What follows belongs to an exercise in optimizing a design on an open flow for small area, a short achievable clock period and few clock cycles; a production flow would make more cautious choices.
At most, simulation tests tie the RTL to the original design; equivalence was not proved.
Power and IR drop assume default switching activity.

Setup of the previous run:
==> flow/design.v (excerpt) <==
module ctx_unwrap (
    input  wire         clk,
    input  wire         rst,        
    input  wire         start,      
    input  wire [255:0] kek,        
    input  wire [575:0] wrapped,    
    output wire         ready,
    output reg          done,       
    output wire         ok,         
    output wire [511:0] key_out     
);
For scale: ~21000 cells after synthesis, about 1200 flip-flops, roughly 1400 I/O pins, about 130000 sq um of cells after synthesis.
==> module ctx_unwrap, before the edit <==
module ctx_unwrap (
    input  wire         clk,
    input  wire         rst,        
    input  wire         start,      
    input  wire [255:0] kek,        
    input  wire [575:0] wrapped,    
    output wire         ready,
    output reg          done,       
    output wire         ok,         
    output wire [511:0] key_out     
);
    localparam [63:0] IV = 64'hA6A6_A6A6_A6A6_A6A6;
    reg          s_idle, s_kexp, s_white, s_rnd, s_end, s_zero;
    reg  [3:0]   rnd;           
    reg  [5:0]   t;             
    reg  [255:0] kw;            
    reg  [255:0] ks;            
    reg  [127:0] s;             
    reg  [63:0]  r [0:7];       
    reg          neq;           
    reg          okr;
    assign ready   = s_idle;
    assign ok      = okr;
    assign key_out = {r[0], r[1], r[2], r[3], r[4], r[5], r[6], r[7]};
    function [7:0] xt;
        input [7:0] b;
        xt = {b[6:0], 1'b0} ^ (b[7] ? 8'h1b : 8'h00);
    endfunction
    function [7:0] rcon;
        input [2:0] i;
        case (i)
            3'd1: rcon = 8'h01;
            3'd2: rcon = 8'h02;
            3'd3: rcon = 8'h04;
            3'd4: rcon = 8'h08;
            3'd5: rcon = 8'h10;
            3'd6: rcon = 8'h20;
            3'd7: rcon = 8'h40;
            default: rcon = 8'h00;
        endcase
    endfunction
    wire        fwd    = s_kexp;
    wire [31:0] ks_in  = fwd ? ks[31:0] : kw[159:128];
    wire [31:0] ks_sub;
    genvar g;
    generate
        for (g = 0; g < 4; g = g + 1) begin : g_ksub
            aes_sbox u_sbox (.a(ks_in[8*g +: 8]), .y(ks_sub[8*g +: 8]));
        end
    endgenerate
    wire        rot    = rnd[0] ^ fwd;
    wire [2:0]  rci    = rnd[3:1] + 3'd1;
    wire [31:0] ks_t   = rot ? ({ks_sub[23:0], ks_sub[31:24]} ^ {rcon(rci), 24'h0})
                             : ks_sub;
    wire [31:0] f0 = ks[255:224] ^ ks_t;
    wire [31:0] f1 = ks[255:224] ^ ks[223:192] ^ ks_t;
    wire [31:0] f2 = ks[255:224] ^ ks[223:192] ^ ks[191:160] ^ ks_t;
    wire [31:0] f3 = ks[255:224] ^ ks[223:192] ^ ks[191:160] ^ ks[159:128] ^ ks_t;
    wire [255:0] ks_fwd = {ks[127:0], f0, f1, f2, f3};
    wire [31:0] b0 = kw[127:96] ^ ks_t;
    wire [31:0] b1 = kw[95:64]  ^ kw[127:96];
    wire [31:0] b2 = kw[63:32]  ^ kw[95:64];
    wire [31:0] b3 = kw[31:0]   ^ kw[63:32];
    wire [255:0] kw_bwd = {b0, b1, b2, b3, kw[255:128]};
    wire [127:0] rk   = kw[255:128];     
    wire [127:0] rk14 = ks[127:0];
    wire [127:0] added = s ^ rk;         
    wire [127:0] mixed;                  
    genvar rr, cc;
    generate
        for (cc = 0; cc < 4; cc = cc + 1) begin : g_mix
            wire [7:0] c0 = added[127 - 8*(4*cc + 0) -: 8];
            wire [7:0] c1 = added[127 - 8*(4*cc + 1) -: 8];
            wire [7:0] c2 = added[127 - 8*(4*cc + 2) -: 8];
            wire [7:0] c3 = added[127 - 8*(4*cc + 3) -: 8];
            wire [7:0] u  = xt(xt(c0 ^ c2));
            wire [7:0] v  = xt(xt(c1 ^ c3));
            wire [7:0] d0 = c0 ^ u;
            wire [7:0] d1 = c1 ^ v;
            wire [7:0] d2 = c2 ^ u;
            wire [7:0] d3 = c3 ^ v;
            wire [7:0] tt = d0 ^ d1 ^ d2 ^ d3;
            assign mixed[127 - 8*(4*cc + 0) -: 8] = d0 ^ tt ^ xt(d0 ^ d1);
            assign mixed[127 - 8*(4*cc + 1) -: 8] = d1 ^ tt ^ xt(d1 ^ d2);
            assign mixed[127 - 8*(4*cc + 2) -: 8] = d2 ^ tt ^ xt(d2 ^ d3);
            assign mixed[127 - 8*(4*cc + 3) -: 8] = d3 ^ tt ^ xt(d3 ^ d0);
        end
    endgenerate
    wire         white = s_white;
    wire [5:0]   tn    = t - 6'd1;
    wire [63:0]  kx_hi = white ? rk14[127:64] : (rk[127:64] ^ rk14[127:64] ^ {58'h0, tn});
    wire [127:0] first = {s[127:64] ^ kx_hi, (white ? s[63:0] : r[6]) ^ rk14[63:0]};
    wire [127:0] x     = s_rnd ? mixed : first;
    wire [127:0] subbed;
    generate
        for (cc = 0; cc < 4; cc = cc + 1) begin : g_col
            for (rr = 0; rr < 4; rr = rr + 1) begin : g_row
                aes_inv_sbox u_isbox (
                    .a(x     [127 - 8*(rr + 4*((cc + 4 - rr) % 4)) -: 8]),
                    .y(subbed[127 - 8*(rr + 4*cc) -: 8])
                );
            end
        end
    endgenerate
    wire         last = (t == 6'd1);
    wire go = s_idle && start;
    always @(posedge clk) begin
        if (rst) begin
            s_idle  <= 1'b1;
            s_kexp  <= 1'b0;
            s_white <= 1'b0;
            s_rnd   <= 1'b0;
            s_end   <= 1'b0;
            s_zero  <= 1'b0;
            done    <= 1'b0;
        end else begin
            s_idle  <= (s_idle && !start) || (fin && okn) || (s_zero && rnd == 4'd0);
            s_kexp  <= go || (s_kexp && rnd != 4'd12);
            s_white <= s_kexp && rnd == 4'd12;
            s_rnd   <= s_white || (s_rnd && rnd != 4'd1) || (s_end && !last);
            s_end   <= s_rnd && rnd == 4'd1;
            s_zero  <= (fin && !okn) || (s_zero && rnd != 4'd0);
            done    <= (fin && okn) || (s_zero && rnd == 4'd0);
        end
    end
    wire fin = s_end && last;
    wire okn = (added[127:64] == IV) && (neq || added[63:0] != r[3]);
    always @(posedge clk)
        kw <= s_rnd ? kw_bwd : ks;
    always @(posedge clk) begin
        if (s_idle)
            ks <= kek;
        else if (s_kexp)
            ks <= ks_fwd;
    end
    always @(posedge clk) begin
        if (s_idle)
            s <= {wrapped[575:512] ^ 64'd48, wrapped[63:0]};    
        else if (!s_kexp)
            s <= subbed;
    end
    always @(posedge clk) begin
        if (s_idle)
            rnd <= 4'd0;
        else if (s_kexp)
            rnd <= rnd + 4'd1;
        else if (s_white || s_end)
            rnd <= (last ? 4'd7 : 4'd13);
        else
            rnd <= rnd - 4'd1;
    end
    always @(posedge clk) begin
        if (s_idle)
            t <= 6'd48;
        else if (s_end)
            t <= tn;
    end
    always @(posedge clk) begin
        if (s_idle)
            neq <= 1'b0;
        else if (s_rnd && t[5:2] == 4'd0 && r[0] != r[4])
            neq <= 1'b1;
    end
    always @(posedge clk)
        if (fin)
            okr <= okn;
    integer k;
    always @(posedge clk) begin
        if (go) begin
            for (k = 0; k < 7; k = k + 1)
                r[k] <= wrapped[511 - 64*k -: 64];    
        end else if (s_end || s_zero) begin
            for (k = 1; k < 8; k = k + 1)
                r[k] <= r[k-1];
            r[0] <= s_end ? added[63:0] : 64'h0;
        end
    end
endmodule
Settings: LEC_CHECK=0, ABC_AREA=1, CAP_MARGIN=20, CORE_MARGIN=2, CORE_UTILIZATION=40, PLACE_DENSITY=0.5, SETUP_SLACK_MARGIN=5, SLEW_MARGIN=20; clock period 10.0 ns.
run.sh (not shown) runs the stock make flow with config.mk's settings and CLKGATE_MAP_FILE= SYNTH_SCRIPT=/design/flow/synth_recipe.tcl, a recipe that flattens the netlist after the stock synthesis.
The previous run finished every step from synthesis to the final layout, and the layout passed the timing, design-rule and antenna checks.
Input-level comparison between the current run and the previous run:
--- a/flow/design.v
+++ b/flow/design.v
@@ -546,10 +546,12 @@
     reg  [3:0]   rnd;           
     reg  [5:0]   t;             
     reg  [255:0] kw;            
     reg  [255:0] ks;            
     reg  [127:0] s;             
+    reg  [63:0]  ain;           
+    reg  [63:0]  nx;            
     reg  [63:0]  r [0:7];       
     reg          neq;           
     reg          okr;
     assign ready   = s_idle;
     assign ok      = okr;
@@ -619,11 +621,11 @@
         end
     endgenerate
     wire         white = s_white;
     wire [5:0]   tn    = t - 6'd1;
     wire [63:0]  kx_hi = white ? rk14[127:64] : (rk[127:64] ^ rk14[127:64] ^ {58'h0, tn});
-    wire [127:0] first = {s[127:64] ^ kx_hi, (white ? s[63:0] : r[6]) ^ rk14[63:0]};
+    wire [127:0] first = {(white ? ain : s[127:64]) ^ kx_hi, nx ^ rk14[63:0]};
     wire [127:0] x     = s_rnd ? mixed : first;
     wire [127:0] subbed;
     generate
         for (cc = 0; cc < 4; cc = cc + 1) begin : g_col
             for (rr = 0; rr < 4; rr = rr + 1) begin : g_row
@@ -663,16 +665,17 @@
         if (s_idle)
             ks <= kek;
         else if (s_kexp)
             ks <= ks_fwd;
     end
-    always @(posedge clk) begin
+    always @(posedge clk)
+        s <= subbed;
+    always @(posedge clk)
         if (s_idle)
-            s <= {wrapped[575:512] ^ 64'd48, wrapped[63:0]};    
-        else if (!s_kexp)
-            s <= subbed;
-    end
+            ain <= wrapped[575:512] ^ 64'd48;
+    always @(posedge clk)
+        nx <= s_kexp ? r[7] : r[6];
     always @(posedge clk) begin
         if (s_idle)
             rnd <= 4'd0;
         else if (s_kexp)
             rnd <= rnd + 4'd1;
@@ -697,11 +700,11 @@
         if (fin)
             okr <= okn;
     integer k;
     always @(posedge clk) begin
         if (go) begin
-            for (k = 0; k < 7; k = k + 1)
+            for (k = 0; k < 8; k = k + 1)
                 r[k] <= wrapped[511 - 64*k -: 64];    
         end else if (s_end || s_zero) begin
             for (k = 1; k < 8; k = k + 1)
                 r[k] <= r[k-1];
             r[0] <= s_end ? added[63:0] : 64'h0;
[summary]
From the previous run to the current run the numbers moved as follows: clock distribution power saw an increase, power density over cell area saw an increase, critical path depth saw a decrease, sequential portion of the cell area saw an increase, post-placement worst setup slack saw an increase. As of the current run, number of sequential storage elements had risen by more than 10% compared to the previous run. Of the previous run and the current run, the higher pin count of the biggest net entering global routing belongs to the previous run. The current run vs the previous run — non-clock inverter count in the final layout climbed slightly. | area of the die | the current run vs the previous run | worse |. | number of vias after detailed routing | the current run vs the previous run | better |. Density: the current run sparser than the previous run. Setup slack: the current run more than the previous run.
Testbench counts of the current run, summed over its fixed seeds: cycles 88,224.
Function not checked in the previous run: the RTL went through the layout flow alone.

[re-timing with driven ports]
The flow's constraints put no driver on any port. The routed layouts listed below were extracted and timed again, unchanged, in two steps.
Step 1 sets driving cells, clkbuf_16 on the clock port and buf_2 on the other inputs (assumed; they add their load-dependent delay and slew).
Step 2 adds t to the input delays and takes it off the output delays; t is the mean of the earliest and latest rising clock arrival at the registers after step 1. Input paths then give back, and output paths get back, about the clock's delay inside the block.
a / b / c = ideal / step 1 / step 2; a / b = the first two.
run	shift t [ns]	slack for setup (ns)	worst slew at a driven data input, ns	cell pins on the clock port's net
the previous run	1.047	4.656 / 4.656 / 3.893	1.09	1
the current run	1.115	4.785 / 4.651 / 4.507	0.67	1
After both steps setup and hold are still met in every run listed. The setup slack of the previous run, which loses most, moves by 0.000 ns with the drivers and by -0.763 ns with both steps.
